This is an optimization exercise on Yosys and OpenROAD, whose aim is small area, a short achievable clock period and few clock cycles per item, not a production implementation.
At most, simulation tests tie the RTL to the original design; equivalence was not proved.
Function not checked in run 1: the RTL went through the layout flow alone.
Power figures rest on the tool's default switching activity, not on a simulated workload.

==> design.v <==
module edge_xlate (
    input  wire        clk,
    input  wire        rst,
    input  wire        in_valid,
    output wire        in_ready,
    input  wire [23:0] in_ipu,       
    input  wire [23:0] in_gain,      
    input  wire [15:0] in_offset,    
    input  wire [14:0] in_h,         
    input  wire [14:0] in_delta,     
    output reg         out_valid,
    input  wire        out_ready,
    output reg  [11:0] out_ue,
    output reg  [11:0] out_le,
    output reg         out_sat
);
    reg        turn;             
    reg        rturn;            
    reg  [1:0] tail_u;           
    reg        tail_l;           
    reg        f_hi;             
    reg        f_lo;             
    wire [1:0]  free, claim, rdy, done;
    wire [17:0] q0, q1;
    wire [1:0]  neg;
    wire [16:0] ofs0, ofs1;
    wire [14:0] hd0, hd1;
    wire idle_port = ~|claim & ~|tail_u & ~tail_l;
    wire [1:0] ld  = free & {turn, ~turn} & {2{idle_port}};
    wire go = in_valid & (~out_valid | out_ready);
    assign in_ready = |rdy;
    wire take = in_ready & in_valid;
    wire ph_u = tail_u[rturn] & ~out_valid & ~tail_l;
    wire [1:0] flip = {2{ph_u}} & {rturn, ~rturn};
    edge_xlate_div u0 (
        .clk(clk), .rst(rst), .ld(ld[0]), .go(go), .in_valid(in_valid),
        .in_ipu(in_ipu), .in_gain(in_gain), .in_offset(in_offset), .in_h(in_h), .in_delta(in_delta),
        .flip(flip[0]), .free(free[0]), .claim(claim[0]), .rdy(rdy[0]), .done(done[0]),
        .q(q0), .neg(neg[0]), .ofs8(ofs0), .hd(hd0));
    edge_xlate_div u1 (
        .clk(clk), .rst(rst), .ld(ld[1]), .go(go), .in_valid(in_valid),
        .in_ipu(in_ipu), .in_gain(in_gain), .in_offset(in_offset), .in_h(in_h), .in_delta(in_delta),
        .flip(flip[1]), .free(free[1]), .claim(claim[1]), .rdy(rdy[1]), .done(done[1]),
        .q(q1), .neg(neg[1]), .ofs8(ofs1), .hd(hd1));
    wire [17:0] qr   = rturn ? q1 : q0;
    wire        ng   = rturn ? neg[1] : neg[0];
    wire [16:0] ofs8 = rturn ? ofs1 : ofs0;
    wire [14:0] hd   = rturn ? hd1 : hd0;
    wire [19:0] qs  = {{3{ng}}, qr[17:1]};
    wire [19:0] ofx = {{3{ofs8[16]}}, ofs8};
    wire [19:0] hdx = {{5{tail_l}}, hd};
    wire [19:0] cs  = ofx ^ hdx ^ qs;
    wire [19:0] cc  = (ofx & hdx) | (ofx & qs) | (hdx & qs);
    wire [19:0] e   = cs + {cc[18:0], qr[0]} + {19'd0, tail_l};
    wire e_hi = ~e[19] & (e[18:15] != 4'b0000);        
    wire e_lo =  e[19] & (e[18:15] != 4'b1111);        
    wire [11:0] e_sat = e_hi ? 12'h7ff : e_lo ? 12'h800 : e[15:4];
    wire n_hi = f_hi & (e_hi | (e[19:5] == 15'h3ff));    
    wire n_lo = e_lo & f_lo;                              
    always @(posedge clk) begin
        if (ph_u) begin
            out_ue  <= e_sat;
            out_sat <= e_hi | e_lo;
            f_hi    <= e_hi;
            f_lo    <= e_lo | (e[19:5] == 15'h7c00);
        end
        if (tail_l) begin
            out_le  <= n_hi ? 12'h7fd : e_sat;
            if (n_lo)
                out_ue <= 12'h802;
            out_sat <= out_sat | e_hi | e_lo;
        end
        if (rst) begin
            turn      <= 1'b0;
            rturn     <= 1'b0;
            tail_u    <= 2'b00;
            tail_l    <= 1'b0;
            out_valid <= 1'b0;
        end else begin
            if (take)
                turn <= ~turn;
            tail_u <= (tail_u & ~flip) | done;
            tail_l <= ph_u;
            if (tail_l) begin
                out_valid <= 1'b1;
                rturn     <= ~rturn;
            end else if (out_ready)
                out_valid <= 1'b0;
        end
    end
endmodule
module edge_xlate_div (
    input  wire        clk,
    input  wire        rst,
    input  wire        ld,           
    input  wire        go,           
    input  wire        in_valid,
    input  wire [23:0] in_ipu,
    input  wire [23:0] in_gain,
    input  wire [15:0] in_offset,
    input  wire [14:0] in_h,
    input  wire [14:0] in_delta,
    input  wire        flip,         
    output wire        free,         
    output wire        claim,        
    output reg         rdy,          
    output wire        done,         
    output wire [17:0] q,            
    output reg         neg,          
    output reg  [16:0] ofs8,         
    output reg  [14:0] hd            
);
    reg        run;              
    reg [3:0]  cnt;              
    reg [22:0] rem;              
    reg [3:0]  db;               
    reg [22:0] gn;               
    reg [1:0]  dp;               
    reg [18:0] qr;               
    reg        hb;               
    wire last = (cnt == 4'd8);
    assign free  = run ? last : 1'b1;
    assign claim = (run & (cnt == 4'd0)) | rdy;
    assign done  = run & last;
    assign q     = qr[17:0];
    wire        s_in  = in_ipu[23];
    wire [23:0] ipu_x = in_ipu ^ {24{s_in}};
    wire       c2   = (cnt == 4'd2);
    wire       c3   = (cnt == 4'd3);
    wire [4:0] h_a  = c2 ? hd[4:0] : c3 ? hd[9:5] : hd[14:10];
    wire [4:0] h_b  = ~(c2 ? qr[18:14] : c3 ? qr[15:11] : qr[12:8]);
    reg  [5:0] h_c;
    reg  [4:0] h_s;
    integer k;
    always @* begin
        h_c[0] = c2 | hb;
        for (k = 0; k < 5; k = k + 1) begin
            h_s[k]   = h_a[k] ^ h_b[k] ^ h_c[k];
            h_c[k+1] = (h_a[k] & h_b[k]) | (h_a[k] & h_c[k]) | (h_b[k] & h_c[k]);
        end
    end
    wire [24:0] t    = {rem, db[3:2]};
    wire [25:0] t26  = {1'b0, t};
    wire [25:0] ng   = {3'b111, gn};                      
    wire [25:0] n2g  = {2'b11, gn, 1'b1};                 
    wire [25:0] d1   = t26 + ng + 26'd1;                  
    wire [25:0] d2   = t26 + n2g + 26'd1;                 
    wire [25:0] cs_s = t26 ^ ng ^ n2g;                    
    wire [25:0] cs_c = (t26 & ng) | (t26 & n2g) | (ng & n2g);
    wire [25:0] d3   = cs_s + {cs_c[24:0], 1'b1} + 26'd1;
    wire        ge1  = ~d1[25];
    wire        ge2  = ~d2[25];
    wire        ge3  = ~d3[25];
    wire [1:0]  dig  = {ge2, ge3 | (ge1 & ~ge2)};
    wire [22:0] r_n  = ge3 ? d3[22:0] : ge2 ? d2[22:0] : ge1 ? d1[22:0] : t[22:0];
    always @(posedge clk) begin
        if (ld) begin
            rem <= {2'b00, ipu_x[23:3]};
            db  <= {ipu_x[2:0], s_in};
            gn  <= ~in_gain[22:0];
        end else begin
            rem <= r_n;
            db  <= {db[1:0], db[0], db[0]};
        end
        cnt <= ld ? 4'd0 : cnt + 4'd1;
        dp  <= dig ^ {2{db[0]}};
        if (rdy) begin
            qr   <= {in_delta[4:0], in_delta[9:5], in_delta[14:10], dp, dig ^ {2{db[0]}}};
            neg  <= db[0];
            ofs8 <= {in_offset[15], in_offset} + 17'd8;
            hd   <= in_h;
        end else if (run & (cnt != 4'd0)) begin
            qr <= {qr[16:0], dig ^ {2{neg}}};
            if (c2) begin
                hd[4:0] <= h_s;
                hb      <= h_c[5];
            end
            if (c3) begin
                hd[9:5] <= h_s;
                hb      <= h_c[5];
            end
            if (cnt == 4'd4) begin
                hd[14:10] <= h_s;
                hb        <= h_c[5];
            end
            if (cnt == 4'd5 && (~hb || hd[14:4] == 11'd0))
                hd <= 15'd16;
        end
        if (flip)
            hd <= ~hd;
        if (rst) begin
            run <= 1'b0;
            rdy <= 1'b0;
        end else begin
            if (ld)
                run <= go;
            else if (last | (rdy & ~in_valid))
                run <= 1'b0;
            rdy <= run & (cnt == 4'd0) & ~ld;
        end
    end
endmodule
==> flow/run.sh <==
#!/bin/bash
# The standard layout (standard.sh, unchanged synthesis and SDC), with
# two optimisation settings changed:
#  - the input and output ports are buffered with buf_1 cells instead of the
#    delay buffers buffer_ports picks by default;
#  - repair_timing aims for a setup slack of 11.6 ns on the 16 ns clock, so
#    that it sizes the gates of the longest paths.
# Each tool's output is in the ORFS logs under orfs/logs; standard.log holds
# make's own output.
set -o pipefail
export BUFFER_PORTS_ARGS="-buffer_cell sky130_fd_sc_hd__buf_1"
export SETUP_SLACK_MARGIN=11.6
bash standard.sh > standard.log 2>&1
==> standard.sh <==
#!/bin/bash
# synth_recipe.tcl (not shown) runs the flow's synth.tcl, then flattens the netlist and writes it again
# the make line also repeats each setting of config.mk as NAME=value (left out here)
make -C /OpenROAD-flow-scripts/flow DESIGN_CONFIG=/design/flow/config.mk WORK_HOME=/design/flow/orfs CLKGATE_MAP_FILE= SYNTH_SCRIPT=/design/flow/synth_recipe.tcl "${@:-finish}"
==> config.mk <==
export PLATFORM = sky130hd
export DESIGN_NAME = edge_xlate
export DESIGN_NICKNAME = edge_xlate
export VERILOG_FILES = /design/flow/design.v
export SDC_FILE = /design/flow/constraint.sdc
export NUM_CORES = 4
export LEC_CHECK = 0
export CAP_MARGIN = 20
export CORE_MARGIN = 2
export CORE_UTILIZATION = 40
export CTS_BUF_LIST = sky130_fd_sc_hd__clkbuf_8
export CTS_CLUSTER_SIZE = 30
export SLEW_MARGIN = 20
==> constraint.sdc <==
create_clock -name core_clock -period 16.0 [get_ports {clk}]
set_input_delay 3.2000 -clock core_clock [delete_from_list [all_inputs] [get_ports {clk}]]
set_output_delay 3.2000 -clock core_clock [all_outputs]
set_load 0.01 [all_outputs]
==> flow_summary.toml, run 1 <==
[status]
status = "no timing/DRC/antenna violations"

[yosys]
synth-edff-count = 169
yosysTopAreaCell = "edfxtp_1"
synth_nets = 2465
yosys-top-cells-area = "edfxtp_1 25%, ha_1 10%, dfxtp_1 8.4%"
synth_common_cells = "220 x a21oi_1, 170 x ha_1, 169 x edfxtp_1"
synth-seq-cells = 255
synthMuxAreaShare_pct = 8.08
synthArstFlopShare_pct = 0
synth_area_sq_um = 20600
ys_seq_area_share_pct = 33.0
ys_warn_count = 2
synth.avg_cell_area_sq_um = 9.73
yosysTopAreaCellShare_pct = 24.6
synth_xor_area_share_pct = 6.71
synth-compound-area-share_pct = 19.8
synthAdderAreaFrac_pct = 17.9
synth_top_family_by_area = "compound AO/OA/AOI/OAI gates"
synth_simple_gate_area_share_pct = 11.2
synthFlopType = "edfxtp_1"
ys_types = 88
synth_most_common_cell = "a21oi_1"
syn_inst = 2119

[worst_hold_path]
min_from = "u1.db[1]"
hold_path.class = "reg -> reg"
hold_path_end = "u1.db[3]"
whs_path_depth = 2

[die]
num_rows = 83
die_area_sq_um = 53400
die_height_um = 231
io_pins = 125
core_area_sq_um = 51100
initial_core_util_pct = 40.4
die_w_um = 231

[routing]
postRouteAntennaNets = 0
top_layer = "met4"
wl_per_cell_um = 20.4
wl_met1_mm = 24.8
post-route-drc-count = 0
drt-total-wl_mm = 60.9
first_iter_violations = 1156
firstDrtPassIters = 6
met2_length_mm = 30.8
num_vias = 17000
dr_wl_met3_mm = 2.90
routed_via_density = 5.70

[placed_design]
hpwl_mm = 45.1
gp_congestion = 0.949
io_buffers = 123
place_inst = 2872

[global_routing]
grt_pass1_wl_mm = 94.6
grt_max_degree = 44
antenna_found_initial = 0
track_usage_pct = 22.6
grt_overflow = 0
grt_pass1_vias = 17200

[cells_and_area]
nFillCells = 4922
final_cells = 2990
drive_gt1_share_pct = 13.5
antenna_cells = 0
syn_to_final_growth_pct = 14.9
finish.net_count = 2620

[flow_run]
cap_violations = 0

[pwr]
combPwrFrac_pct = 70.4
p_sw_mw = 2.80
internal-power_mw = 2.96
p_sw_share_pct = 48.6
power.share.clock_pct = 10.3
p_per_area_nw_per_um2 = 243
sequentialPowerShare_pct = 19.3
leakage_nw = 9.32
total_power_mw = 5.76
irDropWorstVdd_uv = 267

[clocking]
path_clk_slew_ns = 0.06
clock_path_buffers = 3
cts-root-buf = "clkbuf_8"
cts_tree = "built"
numCtsBuffers = 45
clk_latency_ns = 0.63
clock_sinks = 255
ctsHtreeMaxLevel = 2

[setup_path]
worst_path_max_delay_cell = "dfxtp_4"
critPathMaxFanout = 3
criticalPathCategory = "reg -> out"
cp_num_buf_inv = 3
startpoint = "u0.rdy"
r2r_slack_ns = 11.58
worstPathRequired_ns = 12.80
critPathTopFamily = "flip-flops"
worst_r2r_startpoint = "rturn"
path_cells = "buf_12 -> clkinv_8 -> nand2_4 -> buf_6"
end_kind = "output port"
max_stage_delay_ns = 0.35
ff2ff_path_depth = 15
rr_endpoint = "out_le[0]"
cp.arrival_ns = 1.30
startpoint_type = "flop"

[sta]
timing.setup.tns_ns = 0
grt_setup_unrepaired = "true"
hold_viol = 0
maxSlewViolCount = 0
worst_hold_slack_ns = 0.439
tightest_slew_ns = 1.11
fmaxAchievable_ghz = 0.222
setup_viol = 0
fin_crit_ns = 4.50
maxSlewHeadroom_pct = 25.6
fin_skew_ns = 0.0411
post-route-period-util_pct = 28.1
power groups by stage:
| stage | Clock, mW | Sequential [mW] | Combinational [mW] |
|---|---|---|---|
| finish | 0.594 | 1.11 | 4.06 |
| global route | 0.636 | 1.13 | 4.53 |
| CTS | 0.607 | 1.11 | 3.92 |
| detailed placement | 0 | 1.12 | 3.84 |
| global placement | 0 | 1.12 | 3.77 |
| floorplan | 0 | 1.06 | 3.00 |
what timing repair did:
| item | in CTS | in global routing |
|---|---|---|
| cloned | 7 | 0 |
| endpoints found under the hold margin | 0 | 0 |
| pin swaps | 8 | 22 |
| hold buffers | 0 | 0 |
| buffers inserted | 13 | 15 |
| resized for setup | 47 | 76 |
| setup endpoints to repair | 47 | 53 |
cells in the final DEF, fill, tap and decap left out, types with 13 or more instances in the layout:
master | Yosys | routed
a31oi_1 | 26 | 25
nand2_1 | 134 | 130
inv_1 | 108 | 122
nor2b_1 | 15 | 15
nor2_1 | 163 | 159
clkbuf_8 | 0 | 52
mux2_2 | 99 | 94
a211oi_1 | 27 | 23
o21a_1 | 33 | 33
buf_4 | 3 | 37
mux2i_1 | 54 | 50
buf_1 | 4 | 119
xnor2_1 | 96 | 93
xor2_1 | 62 | 62
nor3_1 | 30 | 29
dfxtp_1 | 86 | 81
a21o_1 | 62 | 62
o21ai_0 | 107 | 104
or3_1 | 14 | 13
a21oi_1 | 220 | 212
edfxtp_1 | 169 | 169
nand3_1 | 53 | 49
o211ai_1 | 20 | 20
ha_1 | 170 | 162
o21bai_1 | 18 | 18
nand2b_1 | 24 | 21
fa_1 | 78 | 76
layout make-up:
cell class | count | area [sq um] | share of cell area [%]
Clock buffer | 52 | 716 | 3.02
Clock inverter | 31 | 150 | 0.634
Inverter | 110 | 433 | 1.83
Multi-Input combinational cell | 1688 | 13600 | 57.6
Sequential cell | 255 | 6810 | 28.7
Tap cell | 680 | 851 | 3.59
Timing Repair Buffer | 174 | 1090 | 4.62
per-layer routing:
| layer | track usage [%] | vias up |
|---|---|---|
| li1 | - | 8158 |
| met1 | 26.8 | 8248 |
| met2 | 41.2 | 486 |
| met3 | 2.83 | 140 |
| met4 | 8.97 | 0 |
| met5 | 0 | - |
worst max path at each step:
| stage | to | slack [ns] | cells after the start |
|---|---|---|---|
| floorplan | out_le[1] | 11.59 | 15 |
| global placement | out_le[1] | 10.42 | 14 |
| detailed placement | out_le[1] | 10.43 | 14 |
| CTS | in_ready | 11.45 | 4 |
| global route | in_ready | 11.45 | 4 |
| finish | in_ready | 11.50 | 4 |
cells by family (layout without fill, tap and decap cells):
family / Yosys count / in the layout
flops: 255 / 255
buf+inv: 176 / 367
simple gates: 496 / 496
compound gates: 632 / 632
xor+xnor: 158 / 158
fa+ha+maj: 248 / 248
mux: 154 / 154
state kept, by name, summed over array words and instances (netlist names), 4 cells and up:
register,flops
u0.gn,23
out_ue,12
u0.ofs8,17
u0.hd,15
u0.db,4
u0.cnt,4
u1.gn,23
u0.qr,19
u1.cnt,4
out_le,12
u1.rem,23
u0.rem,23
u1.db,4
u1.qr,19
u1.ofs8,17
u1.hd,15
worst reg2reg max path: stages, from the launching register on:
cell and delay, ns:
dfxtp_4 0.45, buf_12 0.13, buf_16 0.13, mux2_2 0.35
fa_1 0.49, ha_4 0.32, nand3_2 0.11, a21oi_4 0.28
buf_4 0.17, or3_1 0.10, nand2_1 0.18, or3_1 0.37
nor4_2 0.25, or4b_4 0.52, o311ai_2 0.25, o2bb2ai_1 0.15
per-stage QoR:
stage | setup slack, ns | area (sq um) | util, %
after global placement | 10.42 | 21800 | 42.6
after floorplan | 11.59 | 20600 | -
final | 11.50 | 23700 | 46.4
after global routing | 11.45 | 23700 | 46.4
after detailed placement | 10.43 | 21800 | 42.6
after CTS | 11.45 | 23200 | 45.3
==> run 2: changes to the inputs <==
--- a/design.v
+++ b/design.v
@@ -16,11 +16,13 @@
 );
     reg        turn;             
     reg        rturn;            
+    reg  [1:0] rsel;             
+    reg        rdy_q;            
     reg  [1:0] tail_u;           
     reg        tail_l;           
     reg        f_hi;             
     reg        f_lo;             
-    wire [1:0]  free, claim, rdy, done;
+    wire [1:0]  free, claim, rdy, rdy_n, done;
     wire [17:0] q0, q1;
     wire [1:0]  neg;
     wire [16:0] ofs0, ofs1;
@@ -28,24 +30,24 @@
     wire idle_port = ~|claim & ~|tail_u & ~tail_l;
     wire [1:0] ld  = free & {turn, ~turn} & {2{idle_port}};
     wire go = in_valid & (~out_valid | out_ready);
-    assign in_ready = |rdy;
+    assign in_ready = rdy_q;
     wire take = in_ready & in_valid;
     wire ph_u = tail_u[rturn] & ~out_valid & ~tail_l;
     wire [1:0] flip = {2{ph_u}} & {rturn, ~rturn};
     edge_xlate_div u0 (
         .clk(clk), .rst(rst), .ld(ld[0]), .go(go), .in_valid(in_valid),
         .in_ipu(in_ipu), .in_gain(in_gain), .in_offset(in_offset), .in_h(in_h), .in_delta(in_delta),
-        .flip(flip[0]), .free(free[0]), .claim(claim[0]), .rdy(rdy[0]), .done(done[0]),
+        .flip(flip[0]), .free(free[0]), .claim(claim[0]), .rdy(rdy[0]), .rdy_n(rdy_n[0]), .done(done[0]),
         .q(q0), .neg(neg[0]), .ofs8(ofs0), .hd(hd0));
     edge_xlate_div u1 (
         .clk(clk), .rst(rst), .ld(ld[1]), .go(go), .in_valid(in_valid),
         .in_ipu(in_ipu), .in_gain(in_gain), .in_offset(in_offset), .in_h(in_h), .in_delta(in_delta),
-        .flip(flip[1]), .free(free[1]), .claim(claim[1]), .rdy(rdy[1]), .done(done[1]),
+        .flip(flip[1]), .free(free[1]), .claim(claim[1]), .rdy(rdy[1]), .rdy_n(rdy_n[1]), .done(done[1]),
         .q(q1), .neg(neg[1]), .ofs8(ofs1), .hd(hd1));
-    wire [17:0] qr   = rturn ? q1 : q0;
-    wire        ng   = rturn ? neg[1] : neg[0];
-    wire [16:0] ofs8 = rturn ? ofs1 : ofs0;
-    wire [14:0] hd   = rturn ? hd1 : hd0;
+    wire [17:0] qr   = ({18{rsel[1]}} & q1)   | ({18{rsel[0]}} & q0);
+    wire        ng   = (rsel[1] & neg[1])      | (rsel[0] & neg[0]);
+    wire [16:0] ofs8 = ({17{rsel[1]}} & ofs1) | ({17{rsel[0]}} & ofs0);
+    wire [14:0] hd   = ({15{rsel[1]}} & hd1)  | ({15{rsel[0]}} & hd0);
     wire [19:0] qs  = {{3{ng}}, qr[17:1]};
     wire [19:0] ofx = {{3{ofs8[16]}}, ofs8};
     wire [19:0] hdx = {{5{tail_l}}, hd};
@@ -73,17 +75,21 @@
         if (rst) begin
             turn      <= 1'b0;
             rturn     <= 1'b0;
+            rsel      <= 2'b01;
+            rdy_q     <= 1'b0;
             tail_u    <= 2'b00;
             tail_l    <= 1'b0;
             out_valid <= 1'b0;
         end else begin
             if (take)
                 turn <= ~turn;
+            rdy_q <= |rdy_n;
             tail_u <= (tail_u & ~flip) | done;
             tail_l <= ph_u;
             if (tail_l) begin
                 out_valid <= 1'b1;
                 rturn     <= ~rturn;
+                rsel      <= {rsel[0], rsel[1]};
             end else if (out_ready)
                 out_valid <= 1'b0;
         end
@@ -104,6 +110,7 @@
     output wire        free,         
     output wire        claim,        
     output reg         rdy,          
+    output wire        rdy_n,        
     output wire        done,         
     output wire [17:0] q,            
     output reg         neg,          
@@ -122,6 +129,7 @@
     assign free  = run ? last : 1'b1;
     assign claim = (run & (cnt == 4'd0)) | rdy;
     assign done  = run & last;
+    assign rdy_n = run & (cnt == 4'd0) & ~ld & ~rst;
     assign q     = qr[17:0];
     wire        s_in  = in_ipu[23];
     wire [23:0] ipu_x = in_ipu ^ {24{s_in}};
@@ -196,7 +204,7 @@
                 run <= go;
             else if (last | (rdy & ~in_valid))
                 run <= 1'b0;
-            rdy <= run & (cnt == 4'd0) & ~ld;
+            rdy <= rdy_n;
         end
     end
 endmodule
--- a/config.mk
+++ b/config.mk
@@ -7,7 +7,7 @@
 export LEC_CHECK = 0
 export CAP_MARGIN = 20
 export CORE_MARGIN = 2
-export CORE_UTILIZATION = 40
+export CORE_UTILIZATION = 60
 export CTS_BUF_LIST = sky130_fd_sc_hd__clkbuf_8
 export CTS_CLUSTER_SIZE = 30
 export SLEW_MARGIN = 20
==> run 2 against run 1 <==
Critical path type unchanged. Routed wire length is 5.4% lower. Worst setup slack better by 0.14 ns. Sequential share of layout area is 1.7 points higher. Highest routed layer unchanged.
==> flow_summary.toml, run 2 <==
[global_routing]
grt_use_met3_pct = 3.95
grt_overflow = 0
met2_usage_pct = 53.1
grt_pass1_vias = 16900
met1_usage_pct = 40.1
grt_pass1_wl_mm = 89.5
track_usage_pct = 31.9
antenna_found_initial = 0
grt-busiest-layer = "met2"
grt_max_degree = 54

[clocking]
cts-root-buf = "clkbuf_8"
numCtsBuffers = 46
clk_latency_ns = 0.63
path_clk_slew_ns = 0.06
cts_tree = "built"
clock_path_buffers = 3
ctsHtreeMaxLevel = 2
clock_sinks = 258

[yosys]
synthFlopType = "edfxtp_1"
synthAdderAreaFrac_pct = 18.0
synth-compound-area-share_pct = 22.5
synth-seq-cells = 258
synth_common_cells = "195 x a21oi_1, 170 x ha_1, 169 x edfxtp_1"
yosysTopAreaCell = "edfxtp_1"
synth_area_sq_um = 20500
synth_simple_gate_area_share_pct = 11.0
yosys-top-cells-area = "edfxtp_1 25%, ha_1 10%, dfxtp_1 8.7%"
synth-edff-count = 169
ys_types = 90
ys_seq_area_share_pct = 33.4
synth_xor_area_share_pct = 6.87
ys_warn_count = 2
synthMuxAreaShare_pct = 4.87
synthArstFlopShare_pct = 0
syn_inst = 2091
yosysTopAreaCellShare_pct = 24.7
synth_top_family_by_area = "compound AO/OA/AOI/OAI gates"
synth_nets = 2437
synth.avg_cell_area_sq_um = 9.81
synth_most_common_cell = "a21oi_1"

[setup_path]
cp.arrival_ns = 1.16
criticalPathCategory = "reg -> out"
startpoint_type = "flop"
cp_num_buf_inv = 1
critPathTopFamily = "flip-flops"
critPathMaxFanout = 1
worst_path_max_delay_cell = "edfxtp_1"
path_cells = "clkbuf_2"
max_stage_delay_ns = 0.40
worstPathRequired_ns = 12.80
end_kind = "output port"

[pwr]
irDropWorstVdd_uv = 284
internal-power_mw = 2.96
leakage_nw = 9.16
p_per_area_nw_per_um2 = 253
sequentialPowerShare_pct = 19.4
power.share.clock_pct = 10.6
combPwrFrac_pct = 70.0
total_power_mw = 5.73
p_sw_share_pct = 48.3
p_sw_mw = 2.76

[routing]
routed_via_density = 6.35
num_vias = 17200
firstDrtPassIters = 6
wl_per_cell_um = 21.3
drt-total-wl_mm = 57.6
post-route-drc-count = 0
first_iter_violations = 1287
postRouteAntennaNets = 0

[die]
die_area_sq_um = 35700
core_area_sq_um = 33600
initial_core_util_pct = 61.0
num_rows = 67
io_pins = 125
die_w_um = 189
die_height_um = 189

[cells_and_area]
mostFrequentLayoutCells = "194 x a21oi_1, 169 x edfxtp_1, 167 x ha_1"
nFillCells = 2757
syn_to_final_growth_pct = 10.1
drive_gt1_share_pct = 9.51
mostFrequentLayoutCell = "a21oi_1"
finish.net_count = 2568
final_cells = 2708
antenna_cells = 0

[flow_run]
cap_violations = 0

[sta]
fin_skew_ns = 0.0199
fin_crit_ns = 4.36
grt_setup_unrepaired = "true"
post-route-period-util_pct = 27.3
tightest_slew_ns = 1.10
maxSlewHeadroom_pct = 24.8
fmaxAchievable_ghz = 0.229
setup_viol = 0
hold_viol = 0
maxSlewViolCount = 0
timing.setup.tns_ns = 0

[placed_design]
io_buffers = 123
hpwl_mm = 43.2
place_inst = 2601
gp_congestion = 0.919

[worst_hold_path]
hold_path.class = "reg -> reg"

[status]
status = "no timing/DRC/antenna violations"
-- run 2: cell type report --
| cell class | count | area, sq um | area share, % |
|---|---|---|---|
| Tap cell | 448 | 561 | 2.48 |
| Clock inverter | 32 | 146 | 0.648 |
| Inverter | 98 | 368 | 1.63 |
| Timing Repair Buffer | 154 | 739 | 3.27 |
| Clock buffer | 54 | 743 | 3.29 |
| Multi-Input combinational cell | 1664 | 13200 | 58.3 |
| Sequential cell | 258 | 6870 | 30.4 |
-- run 2: kinds of logic after synthesis --
group           count (synthesis)
fa+ha+maj                     248
simple gates                  475
compound gates                684
flops                         258
mux                            93
xor+xnor                      161
buf+inv                       172
-- run 2: tightest hold or removal path, stage by stage, from the launching register on --
cell	delay [ns]
dfxtp_1	0.30
nand2_1	0.04
o21ai_0	0.06
-- run 2: worst paths after layout --
path	from	end	slack [ns]	depth (start not counted)
worst max-delay path	out_le[10]	out_le[10]	11.64	1
worst min-delay path	u0.db[1]	u0.db[3]	0.44	2
worst max register to register	u1.cnt[0]	u1.hd[14]	11.74	12
worst min register to register	u0.db[1]	u0.db[3]	0.44	2
-- run 2: metal layers --
metal	routed length, um	vias up	share of wire [%]
li1	-	8097	-
met1	23800	8244	41
met2	26900	664	47
met3	3410	180	5.9
met4	3530	0	6.1
met5	0	-	0
-- run 2: power groups by stage --
stage | logic, mW | registers [mW] | clock network (mW)
floorplan | 3.01 | 1.06 | 0
global placement | 3.72 | 1.12 | 0
detailed placement | 3.79 | 1.12 | 0
CTS | 3.85 | 1.11 | 0.615
global route | 4.44 | 1.13 | 0.640
finish | 4.01 | 1.11 | 0.605
-- run 2: metrics by stage --
step	utilization [%]	worst slack [ns]	hold WS [ns]	instance area [sq um]
after global routing	67.2	11.60	0.468	22600
final	67.2	11.64	0.437	22600
after global placement	63.5	10.91	0.417	21300
after detailed placement	63.5	10.81	0.423	21300
after floorplan	-	11.62	0.401	20500
after CTS	66.4	11.60	0.437	22300
-- run 2: repair_timing --
action / CTS / global route
endpoints found under the setup margin: 60 / 64
setup buffers: 4 / 14
gates resized for setup: 24 / 24
hold buffers: 0 / 0
pin swaps: 2 / 7
cloned: 1 / 2
Testbench counts of run 2, summed over its fixed seeds: cycles 21,656, items 4,800.
==> run 3: changes to the inputs <==
--- a/config.mk
+++ b/config.mk
@@ -7,7 +7,7 @@
 export LEC_CHECK = 0
 export CAP_MARGIN = 20
 export CORE_MARGIN = 2
-export CORE_UTILIZATION = 60
+export CORE_UTILIZATION = 40
 export CTS_BUF_LIST = sky130_fd_sc_hd__clkbuf_8
 export CTS_CLUSTER_SIZE = 30
 export SLEW_MARGIN = 20
==> run 3 against run 2 <==
Synthesized cell count unchanged. Worst setup slack better by 0.0081 ns. Synthesized area unchanged. Non-clock buffer count up 3. Critical path type unchanged. Clock skew up 0.013 ns. Sequential share of layout area down 0.50 points. Combinational power down 3%. Clock-buffer cell count up 4.
==> flow_summary.toml, run 3 <==
[setup_path]
critPathMaxFanout = 2
cp_num_buf_inv = 1
r2r_slack_ns = 11.74
path_cells = "clkbuf_2"
worst_path_max_delay_cell = "edfxtp_1"
startpoint_type = "flop"
rr_endpoint = "out_le[0]"
criticalPathCategory = "reg -> out"
critPathTopFamily = "flip-flops"
worstPathRequired_ns = 12.80
cp.arrival_ns = 1.15
ff2ff_path_depth = 15
max_stage_delay_ns = 0.40
end_kind = "output port"
worst_r2r_startpoint = "rsel[1]"

[global_routing]
track_usage_pct = 21.1
grt_overflow = 0
grt_max_degree = 55
antenna_found_initial = 0
grt_pass1_vias = 16500
grt_pass1_wl_mm = 88.8

[routing]
post-route-drc-count = 0
routed_via_density = 5.72
first_iter_violations = 1177
drt-total-wl_mm = 57.1
firstDrtPassIters = 6
postRouteAntennaNets = 0
top_layer = "met4"
wl_met1_mm = 24.5
wl_per_cell_um = 19.4
dr_wl_met3_mm = 2.68
met2_length_mm = 27.9
num_vias = 16800

[cells_and_area]
fin_util_pct = 45.0
antenna_cells = 0
final_cells = 2940
syn_to_final_growth_pct = 11.9
finish.net_count = 2569
stdcell_area_sq_um = 23000
drive_gt1_share_pct = 9.73
mostFrequentLayoutCell = "a21oi_1"
mostFrequentLayoutCells = "195 x a21oi_1, 169 x edfxtp_1, 167 x ha_1"

[sta]
worst_hold_slack_ns = 0.452
grt_setup_unrepaired = "true"
maxSlewViolCount = 0
timing.setup.tns_ns = 0
fin_crit_ns = 4.35
fin_skew_ns = 0.0324
setup_viol = 0
hold_viol = 0
post-route-period-util_pct = 27.2
fmaxAchievable_ghz = 0.230
maxSlewHeadroom_pct = 30.3
tightest_slew_ns = 1.04

[yosys]
synth_nets = 2437
synthMuxAreaShare_pct = 4.87
ys_types = 90
yosysTopAreaCellShare_pct = 24.7
synth_common_cells = "195 x a21oi_1, 170 x ha_1, 169 x edfxtp_1"
synth_area_sq_um = 20500
syn_inst = 2091
synth.avg_cell_area_sq_um = 9.81
yosysTopAreaCell = "edfxtp_1"
yosys-top-cells-area = "edfxtp_1 25%, ha_1 10%, dfxtp_1 8.7%"
synth-seq-cells = 258
synthFlopType = "edfxtp_1"
ys_seq_area_share_pct = 33.4
synth_simple_gate_area_share_pct = 11.0
ys_warn_count = 2
synth_most_common_cell = "a21oi_1"
synthAdderAreaFrac_pct = 18.0
synthArstFlopShare_pct = 0
synth-compound-area-share_pct = 22.5
synth-edff-count = 169
synth_xor_area_share_pct = 6.87
synth_top_family_by_area = "compound AO/OA/AOI/OAI gates"

[die]
die_height_um = 231
die_w_um = 231
initial_core_util_pct = 40.2
num_rows = 83
die_area_sq_um = 53100
io_pins = 125
core_area_sq_um = 51000

[clocking]
clk_latency_ns = 0.62
numCtsBuffers = 46
ctsHtreeMaxLevel = 2
clock_sinks = 258
cts_tree = "built"
cts-root-buf = "clkbuf_8"
path_clk_slew_ns = 0.07
clock_path_buffers = 3

[worst_hold_path]
hold_path_end = "u0.db[3]"
hold_path.class = "reg -> reg"
min_from = "u0.db[1]"
whs_path_depth = 2

[pwr]
leakage_nw = 9.21
irDropWorstVdd_uv = 183
p_per_area_nw_per_um2 = 248

[status]
status = "no timing/DRC/antenna violations"

[placed_design]
place_inst = 2834
io_buffers = 123
dpl-instance-area_sq_um = 21600
hpwl_mm = 43.7
gp_congestion = 0.911

[flow_run]
cap_violations = 0
## run 3: cell counts after synthesis
Identical to the previous run, type by type.
## run 3: layout make-up
type	count	area, sq um
fill	4895	28000
multi-input combinational	1662	13100
sequential	258	6870
tap	680	851
clock buffer	58	798
timing repair buffer	157	768
inverter	98	368
clock inverter	27	209
## run 3: power breakdown
| part | internal (mW) | leakage [nW] | switching [mW] | total (mW) |
|---|---|---|---|---|
| sequential | 0.931 | 2.30 | 0.184 | 1.11 |
| clock | 0.378 | 0.561 | 0.300 | 0.678 |
| combinational | 1.70 | 6.35 | 2.20 | 3.90 |
| total | 3.01 | 9.21 | 2.69 | 5.70 |
## run 3: worst max-delay path by stage
stage / startpoint / endpoint / slack (ns) / cells past startpoint
4_1_cts: rsel[1] / out_le[0] / 11.58 / 15
2_1_floorplan: in_offset[3] / u0.ofs8[15] / 11.62 / 5
3_3_place_gp: rsel[0] / out_le[0] / 10.93 / 16
3_5_place_dp: rsel[0] / out_le[0] / 10.83 / 16
5_1_grt: rsel[1] / out_le[0] / 11.52 / 15
6_report: out_sat / out_sat / 11.65 / 1
## run 3: repair_timing
| action | CTS | global route |
|---|---|---|
| setup buffers | 4 | 16 |
| setup endpoints to repair | 53 | 67 |
| hold buffers | 0 | 0 |
| pin swaps | 0 | 3 |
| cloned | 0 | 1 |
| resized for setup | 19 | 26 |
## run 3: per-stage QoR
stage,power [mW],setup slack (ns)
final,5.70,11.65
after global placement,4.82,10.93
after CTS,5.61,11.58
after global routing,6.21,11.52
after floorplan,4.07,11.62
after detailed placement,4.87,10.83
## run 3: metal layers
layer | GRT usage [%] | up-vias
li1 | - | 8084
met5 | 0 | -
met2 | 36.8 | 504
met1 | 26.4 | 8119
met3 | 2.96 | 121
met4 | 7.94 | 0
## run 3: cell families (layout without fill, tap and decap cells)
kind of cell,count (synthesis),count (layout)
adder cells (fa/ha/maj),248,248
XOR/XNOR,161,161
flip-flops,258,258
buffers and inverters,172,340
AND/OR/NAND/NOR,475,476
AO/OA/AOI/OAI,684,684
multiplexers,93,93
==> run 4: changes to the inputs <==
==> flow/run.sh (replaced) <==
#!/bin/bash
# The standard layout (standard.sh, unchanged synthesis and SDC), with
# two optimisation settings changed:
#  - the input and output ports are buffered with buf_1 cells instead of the
#    delay buffers buffer_ports picks by default;
#  - repair_timing aims for a setup slack of 11.9 ns on the 16 ns clock, so
#    that it sizes the gates of the longest paths.
# Each tool's output is in the ORFS logs under orfs/logs; standard.log holds
# make's own output.
set -o pipefail
export BUFFER_PORTS_ARGS="-buffer_cell sky130_fd_sc_hd__buf_1"
export SETUP_SLACK_MARGIN=11.9
bash standard.sh > standard.log 2>&1
==> run 4 against run 3 <==
Clock skew up 0.0057 ns. Routed wire length up 3.9%. Global-route usage up 0.49 points. Core utilization up 1.2 points. Clock-buffer cell count down 8. Critical endpoint is now out_le[2]. Critical path depth unchanged. Cell count up 0.68%. Via count up 1.3%. Flip-flop and latch count unchanged. Final area up 2.6%.
==> flow_summary.toml, run 4 <==
[pwr]
leakage_nw = 9.44
p_per_area_nw_per_um2 = 250
irDropWorstVdd_uv = 209

[cells_and_area]
syn_to_final_growth_pct = 14.9
mostFrequentLayoutCell = "a21oi_1"
finish.net_count = 2589
drive_gt1_share_pct = 13.6
nFillCells = 4787
mostFrequentLayoutCells = "188 x a21oi_1, 169 x edfxtp_1, 162 x ha_1"
antenna_cells = 0

[sta]
maxSlewViolCount = 0
setup_ws_ns = 11.65
maxSlewHeadroom_pct = 19.9
fin_skew_ns = 0.0382
fin_crit_ns = 4.35
fmaxAchievable_ghz = 0.230
tightest_slew_ns = 1.17
post-route-period-util_pct = 27.2
hold_viol = 0
setup_viol = 0
grt_setup_unrepaired = "true"
timing.setup.tns_ns = 0

[clocking]
cts_tree = "built"
ctsHtreeMaxLevel = 2
clk_latency_ns = 0.64
cts-root-buf = "clkbuf_8"
clock_sinks = 258
clock_path_buffers = 3
numCtsBuffers = 46
path_clk_slew_ns = 0.07

[global_routing]
track_usage_pct = 21.5
grt_pass1_wl_mm = 91.0
grt_max_degree = 55
antenna_found_initial = 0
grt_pass1_vias = 17000
grt_overflow = 0

[yosys]
synth_most_common_cell = "a21oi_1"
synth-edff-count = 169
yosys-top-cells-area = "edfxtp_1 25%, ha_1 10%, dfxtp_1 8.7%"
synth_common_cells = "195 x a21oi_1, 170 x ha_1, 169 x edfxtp_1"
yosysTopAreaCell = "edfxtp_1"
synth_nets = 2437
syn_inst = 2091
synth-seq-cells = 258
ys_seq_area_share_pct = 33.4
synthArstFlopShare_pct = 0
ys_warn_count = 2
yosysTopAreaCellShare_pct = 24.7
synth.avg_cell_area_sq_um = 9.81
synth_area_sq_um = 20500
ys_types = 90
synthFlopType = "edfxtp_1"

[placed_design]
place_worst_setup_slack_ns = 11.00
gp_congestion = 0.906
io_buffers = 123
hpwl_mm = 44.3

[setup_path]
worst_r2r_startpoint = "rsel[1]"
worst_path_max_delay_cell = "edfxtp_1"
cp.arrival_ns = 1.15
critPathTopFamily = "flip-flops"
criticalPathCategory = "reg -> out"
startpoint = "out_le[2]"
max_stage_delay_ns = 0.37
startpoint_type = "flop"
path_cells = "clkbuf_2"
endpoint = "out_le[2]"
r2r_slack_ns = 11.94
rr_endpoint = "f_lo"
critPathMaxFanout = 1
end_kind = "output port"
worstPathRequired_ns = 12.80
cp_num_buf_inv = 1
ff2ff_path_depth = 13
crit_cells = 1

[routing]
drt-total-wl_mm = 59.4
firstDrtPassIters = 7
first_iter_violations = 1023
wl_per_cell_um = 20.1
post-route-drc-count = 0
routed_via_density = 5.76
postRouteAntennaNets = 0
num_vias = 17000

[flow_run]
cap_violations = 0

[die]
die_area_sq_um = 53100
die_w_um = 231
die_height_um = 231
core_area_sq_um = 51000
num_rows = 83
initial_core_util_pct = 40.2
io_pins = 125

[worst_hold_path]
hold_path.class = "reg -> reg"

[status]
status = "no timing/DRC/antenna violations"
## run 4: cell count changes in the layout (fill, tap and decap cells not counted), sizes merged
cell | previous run | this run
nand2b | 29 | 30
bufbuf | 0 | 2
and2 | 11 | 12
buf | 154 | 157
clkbuf | 61 | 65
inv | 111 | 107
a31o | 4 | 5
bufinv | 3 | 1
clkinv | 10 | 24
## run 4: final cells by class
| class | instances | area [sq um] | area share, % |
|---|---|---|---|
| repair buffers | 174 | 1130 | 4.80 |
| clock inverters | 35 | 188 | 0.796 |
| flip-flops and latches | 258 | 6890 | 29.2 |
| inverters | 98 | 368 | 1.56 |
| clock buffers | 50 | 688 | 2.92 |
| well taps | 680 | 851 | 3.61 |
| multi-input cells | 1665 | 13500 | 57.1 |
## run 4: what timing repair did
action	in CTS	in global routing
buffers inserted	16	16
pin swaps	4	25
hold buffers	0	0
endpoints found under the setup margin	105	89
gates cloned	3	6
resized for setup	87	69
## run 4: worst min path at each step
stage | startpoint | cells after the start | endpoint | slack [ns]
final | u0.db[1] | 2 | u0.db[3] | 0.45
after global routing | u1.db[1] | 2 | u1.db[3] | 0.49
after CTS | u0.db[1] | 2 | u0.db[3] | 0.45
after detailed placement | u0.db[1] | 2 | u0.db[3] | 0.44
after global placement | u0.db[1] | 2 | u0.db[3] | 0.42
after floorplan | u0.db[1] | 2 | u0.db[3] | 0.40
## run 4: metal layers
layer  up-vias  routed length, um  track usage, %
met5         -                  0               0
met4         0               2200            8.85
met3       130               2730            2.57
met2       514              29200            37.9
met1      8259              25300            26.8
li1       8143                  -               -
## run 4: cells by family after synthesis
kind of cell / count (synthesis) / synth area share, %
compound gates: 684 / 22.5
flops: 258 / 33.4
buf+inv: 172 / 3.36
xor+xnor: 161 / 6.87
fa+ha+maj: 248 / 18.0
mux: 93 / 4.87
simple gates: 475 / 11.0
## run 4: metrics by stage
stage	area (sq um)	power, mW	hold WS (ns)	util [%]	cells
floorplan	20600	4.07	0.401	-	2091
global placement	21700	4.82	0.422	42.5	2834
detailed placement	21700	4.88	0.439	42.5	2834
CTS	23000	5.64	0.451	45.2	2938
global route	23600	6.41	0.491	46.2	2960
finish	23600	5.89	0.446	46.2	2960
## run 4: worst min-delay path: cells and delay by family, from the launching register on
kind / cells / cell delay, ns
DFF: 1 / 0.32
and+or+nand+nor: 1 / 0.04
AOI/OAI and AO/OA: 1 / 0.06
## run 4: power by group
part | switching, mW | internal [mW]
sequential | 0.187 | 0.934
combinational | 2.32 | 1.84
clock | 0.299 | 0.307
total | 2.81 | 3.08
==> run 5: changes to the inputs <==
==> flow/run.sh (replaced) <==
#!/bin/bash
# The standard layout (standard.sh, unchanged synthesis and SDC), with
# three optimisation settings changed:
#  - the input and output ports are buffered with buf_1 cells instead of the
#    delay buffers buffer_ports picks by default;
#  - repair_timing aims for a setup slack of 11.6 ns on the 16 ns clock, so
#    that it sizes the gates of the longest paths;
#  - clock tree synthesis uses clkbuf_4 cells and no dummy loads.
# Each tool's output is in the ORFS logs under orfs/logs; standard.log holds
# make's own output.
set -o pipefail
export BUFFER_PORTS_ARGS="-buffer_cell sky130_fd_sc_hd__buf_1"
export SETUP_SLACK_MARGIN=11.6
export CTS_ARGS="-sink_clustering_enable -repair_clock_nets -buf_list sky130_fd_sc_hd__clkbuf_4 -sink_clustering_size 16 -dont_use_dummy_load"
bash standard.sh > standard.log 2>&1
--- a/config.mk
+++ b/config.mk
@@ -8,6 +8,4 @@
 export CAP_MARGIN = 20
 export CORE_MARGIN = 2
 export CORE_UTILIZATION = 40
-export CTS_BUF_LIST = sky130_fd_sc_hd__clkbuf_8
-export CTS_CLUSTER_SIZE = 30
 export SLEW_MARGIN = 20
==> run 5 against run 4 <==
First-iteration DRC count rose by 17%. Global-route usage is 0.28 points lower. Die area stayed put. Clock skew increased by 0.055 ns. Non-clock buffer count fell by 13. Core utilization down 1.8 points. Critical endpoint is now out_sat. Highest routed layer unchanged.
==> flow_summary.toml, run 5 <==
[status]
status = "no timing/DRC/antenna violations"

[setup_path]
worstPathRequired_ns = 12.80
r2r_slack_ns = 11.77
startpoint = "out_sat"
critPathTopFamily = "flip-flops"
endpoint = "out_sat"
critPathMaxFanout = 2
end_kind = "output port"
crit_cells = 1
criticalPathCategory = "reg -> out"
ff2ff_path_depth = 15
cp_num_buf_inv = 1
startpoint_type = "flop"
rr_endpoint = "out_le[0]"
cp.arrival_ns = 1.28
path_cells = "clkbuf_2"
worst_path_max_delay_cell = "edfxtp_1"
max_stage_delay_ns = 0.39
worst_r2r_startpoint = "rsel[1]"

[die]
core_area_sq_um = 51000
die_height_um = 231
num_rows = 83
die_w_um = 231
die_area_sq_um = 53100
io_pins = 125
initial_core_util_pct = 40.2

[pwr]
internal-power_mw = 2.85
p_sw_share_pct = 48.1
leakage_nw = 9.08
total_power_mw = 5.50
power.share.clock_pct = 8.3
p_per_area_nw_per_um2 = 242
combPwrFrac_pct = 71.4
p_sw_mw = 2.64
irDropWorstVdd_uv = 183
sequentialPowerShare_pct = 20.4

[placed_design]
io_buffers = 123
dpl-instance-area_sq_um = 21600
gp_congestion = 0.911
place_worst_setup_slack_ns = 10.83
hpwl_mm = 43.7

[yosys]
ys_seq_area_share_pct = 33.4
yosysTopAreaCell = "edfxtp_1"
synth_most_common_cell = "a21oi_1"
synth-compound-area-share_pct = 22.5
synth_simple_gate_area_share_pct = 11.0
synth_area_sq_um = 20500
synthAdderAreaFrac_pct = 18.0
syn_inst = 2091
ys_types = 90
yosysTopAreaCellShare_pct = 24.7
synth.avg_cell_area_sq_um = 9.81
yosys-top-cells-area = "edfxtp_1 25%, ha_1 10%, dfxtp_1 8.7%"
synth_xor_area_share_pct = 6.87
synthMuxAreaShare_pct = 4.87
synth_common_cells = "195 x a21oi_1, 170 x ha_1, 169 x edfxtp_1"
synthFlopType = "edfxtp_1"
ys_warn_count = 2
synth_nets = 2437
synth-edff-count = 169
synthArstFlopShare_pct = 0
synth-seq-cells = 258
synth_top_family_by_area = "compound AO/OA/AOI/OAI gates"

[clocking]
ctsHtreeMaxLevel = 3
cts-root-buf = "clkbuf_4"
path_clk_slew_ns = 0.06
cts_tree = "built"
clk_latency_ns = 0.75
clock_sinks = 258
numCtsBuffers = 71
clock_path_buffers = 3
cts_hold_buf = 0

[cells_and_area]
drive_gt1_share_pct = 11.4
fin_util_pct = 44.5
mostFrequentLayoutCell = "a21oi_1"
syn_to_final_growth_pct = 10.5
stdcell_area_sq_um = 22700
mostFrequentLayoutCells = "195 x a21oi_1, 169 x edfxtp_1, 167 x ha_1"
finish.net_count = 2598

[sta]
tightest_slew_ns = 1.06
post-route-period-util_pct = 28.0
fin_crit_ns = 4.48
maxSlewViolCount = 0
hold_viol = 0
grt_setup_unrepaired = "true"
fin_skew_ns = 0.0928
timing.setup.tns_ns = 0
setup_viol = 0
setup_ws_ns = 11.52
fmaxAchievable_ghz = 0.223
maxSlewHeadroom_pct = 29.5

[global_routing]
grt_pass1_wl_mm = 89.6
grt_overflow = 0
grt_pass1_vias = 16800
grt_max_degree = 55
track_usage_pct = 21.3
antenna_found_initial = 1

[flow_run]
cap_violations = 0

[routing]
routed_via_density = 5.74
num_vias = 16800
postRouteAntennaNets = 0
drt-total-wl_mm = 56.9
firstDrtPassIters = 6
first_iter_violations = 1197
wl_per_cell_um = 19.4
post-route-drc-count = 0

[worst_hold_path]
hold_path.class = "reg -> reg"
run 5: changes by cell type in the layout (fill, tap and decap cells not counted), sizes merged:
cell	change
buf	-6
clkbuf	+16
bufbuf	-2
diode	+1
bufinv	-1
clkinvlp	-1
inv	-9
and2	-1
a31o	-1
clkinv	-24
nand2b	-1
run 5: metal layers:
| metal | track usage (%) | routed length (um) | vias to the layer above |
|---|---|---|---|
| li1 | - | - | 8141 |
| met1 | 26.4 | 24400 | 8071 |
| met2 | 37.2 | 28100 | 491 |
| met3 | 3.13 | 2630 | 116 |
| met4 | 8.25 | 1820 | 0 |
| met5 | 0 | 0 | - |
run 5: what timing repair did:
item,in CTS,in global routing
endpoints found under the hold margin,0,0
cloned,1,0
pin swaps,1,5
setup buffers,8,16
resized for setup,63,31
endpoints found under the setup margin,75,94
run 5: cells by family after synthesis:
family                     Yosys count
DFF                                258
muxes                               93
xor gates and xnor gates           161
and+or+nand+nor                    475
buffers and inverters              172
adders and majority gates          248
AOI/OAI and AO/OA                  684
run 5: worst min-delay path by stage:
stage	from	to	slack [ns]	cells after the start
after floorplan	u0.db[1]	u0.db[3]	0.40	2
after global placement	u0.db[1]	u0.db[3]	0.42	2
after detailed placement	u0.db[1]	u0.db[3]	0.43	2
after CTS	u0.db[1]	u0.db[3]	0.35	2
after global routing	u0.db[1]	u0.db[3]	0.39	2
final	u0.db[1]	u0.db[3]	0.36	2
run 5: area by class of cell:
type	count	area (sq um)
fillers	4913	28300
multi-input cells	1662	13100
repair buffers	161	912
clock buffers	71	533
inverters	98	368
well taps	680	851
diodes	1	2.50
flip-flops and latches	258	6890
run 5: power groups by stage:
stage          combinational [mW]  sequential, mW  clock (mW)
6_report                     3.92            1.12       0.455
5_1_grt                      4.38            1.14       0.500
4_1_cts                      3.82            1.12       0.471
3_5_place_dp                 3.74            1.13           0
3_3_place_gp                 3.69            1.13           0
2_1_floorplan                3.01            1.06           0
run 5: per-stage QoR:
stage	hold WS, ns	std cells
CTS	0.346	2914
finish	0.360	2931
global route	0.386	2931
floorplan	0.401	2091
detailed placement	0.433	2834
global placement	0.421	2834
==> run 6: changes to the inputs <==
==> flow/run.sh (replaced) <==
#!/bin/bash
# The standard layout (standard.sh, unchanged synthesis and SDC), with
# three optimisation settings changed:
#  - the input and output ports are buffered with buf_1 cells instead of the
#    delay buffers buffer_ports picks by default;
#  - repair_timing aims for a setup slack of 11.6 ns on the 16 ns clock, so
#    that it sizes the gates of the longest paths;
#  - clock tree synthesis uses clkbuf_16 cells and no dummy loads.
# Each tool's output is in the ORFS logs under orfs/logs; standard.log holds
# make's own output.
set -o pipefail
export BUFFER_PORTS_ARGS="-buffer_cell sky130_fd_sc_hd__buf_1"
export SETUP_SLACK_MARGIN=11.6
export CTS_ARGS="-sink_clustering_enable -repair_clock_nets -buf_list sky130_fd_sc_hd__clkbuf_16 -sink_clustering_size 30 -dont_use_dummy_load"
bash standard.sh > standard.log 2>&1
==> run 6 against run 5 <==
Cell count down 1.5%. Routed wire length decreased by 0.33%. Final area is 0.12% higher. Clock-buffer cell count decreased by 42. Maximum frequency grew 3.5%. Critical path depth did not move. Synthesized area stayed put. Sequential power about the same. Synthesized cell count stayed put. Combinational power about the same. Still clean. First-iteration DRC count is 3.2% lower.
==> flow_summary.toml, run 6 <==
[status]
status = "no timing/DRC/antenna violations"

[cells_and_area]
final_cells = 2887
fin_util_pct = 44.5
syn_to_final_growth_pct = 10.6
antenna_cells = 0
drive_gt1_share_pct = 7.88
mostFrequentLayoutCell = "a21oi_1"
mostFrequentLayoutCells = "195 x a21oi_1, 169 x edfxtp_1, 168 x ha_1"
finish.net_count = 2555
stdcell_area_sq_um = 22700

[clocking]
clock_path_buffers = 3
numCtsBuffers = 29
cts-root-buf = "clkbuf_16"
ctsHtreeMaxLevel = 1
cts_tree = "built"
path_clk_slew_ns = 0.06
clk_latency_ns = 0.59
clock_sinks = 258

[yosys]
ys_types = 90
synth_nets = 2437
synth_common_cells = "195 x a21oi_1, 170 x ha_1, 169 x edfxtp_1"
ys_warn_count = 2
yosysTopAreaCellShare_pct = 24.7
syn_inst = 2091
synth_most_common_cell = "a21oi_1"
synthArstFlopShare_pct = 0
synth_area_sq_um = 20500
ys_seq_area_share_pct = 33.4
synthFlopType = "edfxtp_1"
yosysTopAreaCell = "edfxtp_1"
synth-seq-cells = 258
synth-edff-count = 169
yosys-top-cells-area = "edfxtp_1 25%, ha_1 10%, dfxtp_1 8.7%"
synth.avg_cell_area_sq_um = 9.81

[global_routing]
grt_pass1_vias = 16400
track_usage_pct = 20.8
grt_max_degree = 55
grt_overflow = 0
antenna_found_initial = 0
grt_pass1_wl_mm = 88.4

[pwr]
power.share.clock_pct = 10.2
internal-power_mw = 2.95
p_per_area_nw_per_um2 = 246
irDropWorstVdd_uv = 177
p_sw_share_pct = 47.3
leakage_nw = 9.00
sequentialPowerShare_pct = 19.9
total_power_mw = 5.59
p_sw_mw = 2.64
combPwrFrac_pct = 69.8

[setup_path]
criticalPathCategory = "reg -> out"
cp_num_buf_inv = 1
worstPathRequired_ns = 12.80
critPathTopFamily = "flip-flops"
path_cells = "buf_1"
startpoint_type = "flop"
cp.arrival_ns = 1.13
worst_path_max_delay_cell = "edfxtp_1"
end_kind = "output port"
max_stage_delay_ns = 0.40
critPathMaxFanout = 2

[placed_design]
hpwl_mm = 43.7
io_buffers = 123
gp_congestion = 0.911
place_inst = 2834
dpl-instance-area_sq_um = 21600

[sta]
maxSlewViolCount = 0
post-route-period-util_pct = 27.1
fin_crit_ns = 4.33
fmaxAchievable_ghz = 0.231
setup_viol = 0
hold_viol = 0
grt_setup_unrepaired = "true"
timing.setup.tns_ns = 0
tightest_slew_ns = 1.04
maxSlewHeadroom_pct = 30.7
fin_skew_ns = 0.0698

[routing]
post-route-drc-count = 0
wl_per_cell_um = 19.6
first_iter_violations = 1159
routed_via_density = 5.79
postRouteAntennaNets = 0
firstDrtPassIters = 5
num_vias = 16700
drt-total-wl_mm = 56.7

[die]
num_rows = 83
core_area_sq_um = 51000
initial_core_util_pct = 40.2
die_area_sq_um = 53100
die_height_um = 231
io_pins = 125
die_w_um = 231

[flow_run]
cap_violations = 0

[worst_hold_path]
hold_path.class = "reg -> reg"
run 6: path summary, 6_finish.rpt:
path / from / endpoint / cells after the start / slack (ns)
worst max register to register: rsel[1] / out_le[1] / 15 / 11.69
worst min-delay path: u0.db[1] / u0.db[3] / 2 / 0.43
worst min register to register: u0.db[1] / u0.db[3] / 2 / 0.43
worst max-delay path: out_sat / out_sat / 1 / 11.67
run 6: cells by family (layout without fill, tap and decap cells):
logic type | after synthesis | in the layout | synth area share [%]
multiplexers | 93 | 93 | 4.87
AO/OA/AOI/OAI | 684 | 684 | 22.5
flip-flops | 258 | 258 | 33.4
AND/OR/NAND/NOR | 475 | 476 | 11.0
buffers and inverters | 172 | 287 | 3.36
adder cells (fa/ha/maj) | 248 | 248 | 18.0
XOR/XNOR | 161 | 161 | 6.87
run 6: metrics by stage:
step                      worst slack (ns)  hold slack (ns)
after floorplan                      11.62            0.401
after global placement               10.93            0.421
after detailed placement             10.83            0.433
after CTS                            11.58            0.436
after global routing                 11.48            0.466
final                                11.67            0.425
run 6: repair_timing:
| item | 4_1_cts | 5_1_grt |
|---|---|---|
| hold endpoints to repair | 0 | 0 |
| endpoints found under the setup margin | 48 | 62 |
| resized for setup | 16 | 21 |
| buffers inserted | 3 | 20 |
| hold buffers | 0 | 0 |
| cloned | 0 | 1 |
| pin swaps | 0 | 5 |
run 6: power groups by stage:
stage	clock [mW]	combinational (mW)	sequential [mW]
after floorplan	0	3.01	1.06
after CTS	0.581	3.79	1.12
after global routing	0.601	4.36	1.14
after detailed placement	0	3.74	1.13
final	0.573	3.91	1.12
after global placement	0	3.69	1.13
run 6: layout make-up:
type                            instances  area, sq um
Sequential cell                       258         6870
Inverter                               98          368
Clock buffer                           29          726
Fill cell                            4895        28300
Multi-Input combinational cell       1662        13100
Timing Repair Buffer                  160          781
Tap cell                              680          851
run 6: layer usage:
layer | vias to the layer above | global-route usage (%) | wire (um)
met2 | 453 | 37.2 | 28200
met5 | - | 0 | 0
met1 | 8124 | 26.5 | 24600
met4 | 0 | 6.15 | 1680
met3 | 98 | 1.85 | 2200
li1 | 8041 | - | -
==> run 7: changes to the inputs <==
==> flow/run.sh (replaced) <==
#!/bin/bash
# The standard layout (standard.sh, unchanged synthesis and SDC), with
# three optimisation settings changed:
#  - the input and output ports are buffered with buf_1 cells instead of the
#    delay buffers buffer_ports picks by default;
#  - repair_timing aims for a setup slack of 11.6 ns on the 16 ns clock, so
#    that it sizes the gates of the longest paths;
#  - clock tree synthesis uses clkbuf_8 cells and no dummy loads.
# Each tool's output is in the ORFS logs under orfs/logs; standard.log holds
# make's own output.
set -o pipefail
export BUFFER_PORTS_ARGS="-buffer_cell sky130_fd_sc_hd__buf_1"
export SETUP_SLACK_MARGIN=11.6
export CTS_ARGS="-sink_clustering_enable -repair_clock_nets -buf_list sky130_fd_sc_hd__clkbuf_8 -sink_clustering_size 20 -dont_use_dummy_load"
bash standard.sh > standard.log 2>&1
==> run 7 against run 6 <==
Maximum frequency fell by 0.28%. Sequential share of layout area grew 0.12 points. Still clean. Clock-buffer cell count increased by 17. Register-to-register slack improved by 0.02 ns. Non-clock buffer count is the same. Critical path type unchanged.
==> flow_summary.toml, run 7 <==
[status]
status = "no timing/DRC/antenna violations"

[clocking]
cts-root-buf = "clkbuf_8"
clock_sinks = 258
clk_latency_ns = 0.62
clock_path_buffers = 3
path_clk_slew_ns = 0.06
numCtsBuffers = 46
cts_hold_buf = 0
ctsHtreeMaxLevel = 2
cts_tree = "built"

[yosys]
yosysTopAreaCell = "edfxtp_1"
ys_types = 90
synth_nets = 2437
synth_common_cells = "195 x a21oi_1, 170 x ha_1, 169 x edfxtp_1"
ys_warn_count = 2
synth_area_sq_um = 20500
syn_inst = 2091
ys_seq_area_share_pct = 33.4
synthArstFlopShare_pct = 0
synth.avg_cell_area_sq_um = 9.81
synth-seq-cells = 258
yosysTopAreaCellShare_pct = 24.7
yosys-top-cells-area = "edfxtp_1 25%, ha_1 10%, dfxtp_1 8.7%"
synthFlopType = "edfxtp_1"
synth-edff-count = 169
synth_most_common_cell = "a21oi_1"

[sta]
fin_skew_ns = 0.0785
maxSlewViolCount = 0
maxSlewHeadroom_pct = 31.2
fmaxAchievable_ghz = 0.230
post-route-period-util_pct = 27.1
setup_ws_ns = 11.66
fin_crit_ns = 4.34
grt_setup_unrepaired = "true"
tightest_slew_ns = 1.03
hold_viol = 0
timing.setup.tns_ns = 0
setup_viol = 0

[setup_path]
path_cells = "buf_1"
max_stage_delay_ns = 0.33
end_kind = "output port"
cp_num_buf_inv = 1
critPathMaxFanout = 2
worst_path_max_delay_cell = "dfxtp_1"
critPathTopFamily = "flip-flops"
cp.arrival_ns = 1.14
worstPathRequired_ns = 12.80
startpoint_type = "flop"
criticalPathCategory = "reg -> out"

[global_routing]
grt_pass1_wl_mm = 88.7
track_usage_pct = 21.0
grt_overflow = 0
grt_max_degree = 55
grt_pass1_vias = 16500
antenna_found_initial = 0

[cells_and_area]
syn_to_final_growth_pct = 10.2
drive_gt1_share_pct = 8.86
final_cells = 2904
register_area_sq_um = 6870
multi_input_area_sq_um = 13100
mostFrequentLayoutCell = "a21oi_1"
mostFrequentLayoutCells = "195 x a21oi_1, 169 x edfxtp_1, 168 x ha_1"
antenna_cells = 0
nFillCells = 4929
finish.net_count = 2572

[placed_design]
io_buffers = 123
place_inst = 2834
hpwl_mm = 43.7
place_worst_setup_slack_ns = 10.83
gp_congestion = 0.911

[pwr]
leakage_nw = 8.99
p_per_area_nw_per_um2 = 245
irDropWorstVdd_uv = 176

[routing]
postRouteAntennaNets = 0
num_vias = 16700
post-route-drc-count = 0
drt-total-wl_mm = 57.0
wl_per_cell_um = 19.6
routed_via_density = 5.74
first_iter_violations = 1209
firstDrtPassIters = 7

[die]
initial_core_util_pct = 40.2
die_area_sq_um = 53100
num_rows = 83
core_area_sq_um = 51000
die_w_um = 231
io_pins = 125
die_height_um = 231

[worst_hold_path]
hold_path.class = "reg -> reg"

[flow_run]
cap_violations = 0
## run 7: cell type report
cell class	count	share of cell area, %
Clock buffer	46	2.80
Timing Repair Buffer	160	3.48
Inverter	98	1.63
Sequential cell	258	30.4
Multi-Input combinational cell	1662	57.9
Tap cell	680	3.76
## run 7: final timing paths
| check | cells after the start | end | from | slack (ns) |
|---|---|---|---|---|
| max reg2reg | 15 | out_le[0] | rsel[1] | 11.71 |
| min reg2reg | 1 | u1.cnt[0] | u1.cnt[0] | 0.47 |
| min | 1 | u1.cnt[0] | u1.cnt[0] | 0.47 |
| max | 1 | out_ue[1] | out_ue[1] | 11.66 |
## run 7: cell families (layout without fill, tap and decap cells)
kind of cell             count (synthesis)  count (layout)  share of synthesized area (%)
XOR/XNOR                               161             161                           6.87
buffers and inverters                  172             304                           3.36
multiplexers                            93              93                           4.87
AND/OR/NAND/NOR                        475             476                           11.0
AO/OA/AOI/OAI                          684             684                           22.5
adder cells (fa/ha/maj)                248             248                           18.0
flip-flops                             258             258                           33.4
## run 7: what timing repair did
item / 4_1_cts / 5_1_grt
hold endpoints to repair: 0 / 0
setup endpoints to repair: 52 / 64
gates cloned: 0 / 1
gates resized for setup: 18 / 24
setup buffers: 4 / 19
pin swaps: 0 / 4
## run 7: stage by stage
stage               total power [mW]  cell area (sq um)  utilization, %  hold slack (ns)
floorplan                       4.07              20500               -            0.401
global placement                4.82              21600            42.4            0.421
detailed placement              4.87              21600            42.4            0.433
CTS                             5.44              22300            43.8            0.482
global route                    6.05              22600            44.3            0.506
finish                          5.53              22600            44.3            0.474
## run 7: metal layers
layer	wire length, um	track usage (%)
met5	0	0
met1	24700	26.5
met3	2450	2.89
met4	2100	7.88
met2	27800	36.7
## run 7: report_power, final
| part | internal (mW) | switching (mW) |
|---|---|---|
| clock | 0.252 | 0.258 |
| combinational | 1.70 | 2.21 |
| sequential | 0.932 | 0.183 |

## port drivers added, routing unchanged
No port has a modelled driver above. Below, the same layouts with a new extraction and two added sets of constraints.
Step 1: set_driving_cell puts a clkbuf_16 on clk and a buf_2 on each other input, an assumption about the parent block.
Step 2, shift: input delay + t, output delay - t, t = (earliest + latest rising clock arrival at the registers) / 2. This alone moves slack from input paths to output paths.
Slacks: ideal / step 1 / step 2; pairs: ideal / step 1.
run | t (ns) | slack for setup (ns) | hold slack, ns | pins driven straight from the clock port
run 1 | 0.657 | 11.501 / 11.455 / 11.090 | 0.439 / 0.439 / 0.439 | 1
run 2 | 0.670 | 11.639 / 11.587 / 11.064 | 0.437 / 0.437 / 0.437 | 1
run 3 | 0.659 | 11.647 / 11.592 / 11.155 | 0.452 / 0.452 / 0.452 | 1
run 4 | 0.671 | 11.648 / 11.592 / 11.349 | 0.446 / 0.446 / 0.446 | 1
run 5 | 0.765 | 11.517 / 11.459 / 11.162 | 0.360 / 0.360 / 0.360 | 1
run 6 | 0.612 | 11.669 / 11.612 / 11.156 | 0.425 / 0.425 / 0.425 | 1
run 7 | 0.635 | 11.657 / 11.601 / 11.167 | 0.474 / 0.474 / 0.474 | 1
After both steps setup and hold are still met in every run listed. For run 2, which loses most, drivers alone change the setup slack by -0.052 ns; drivers and shift together by -0.575 ns.
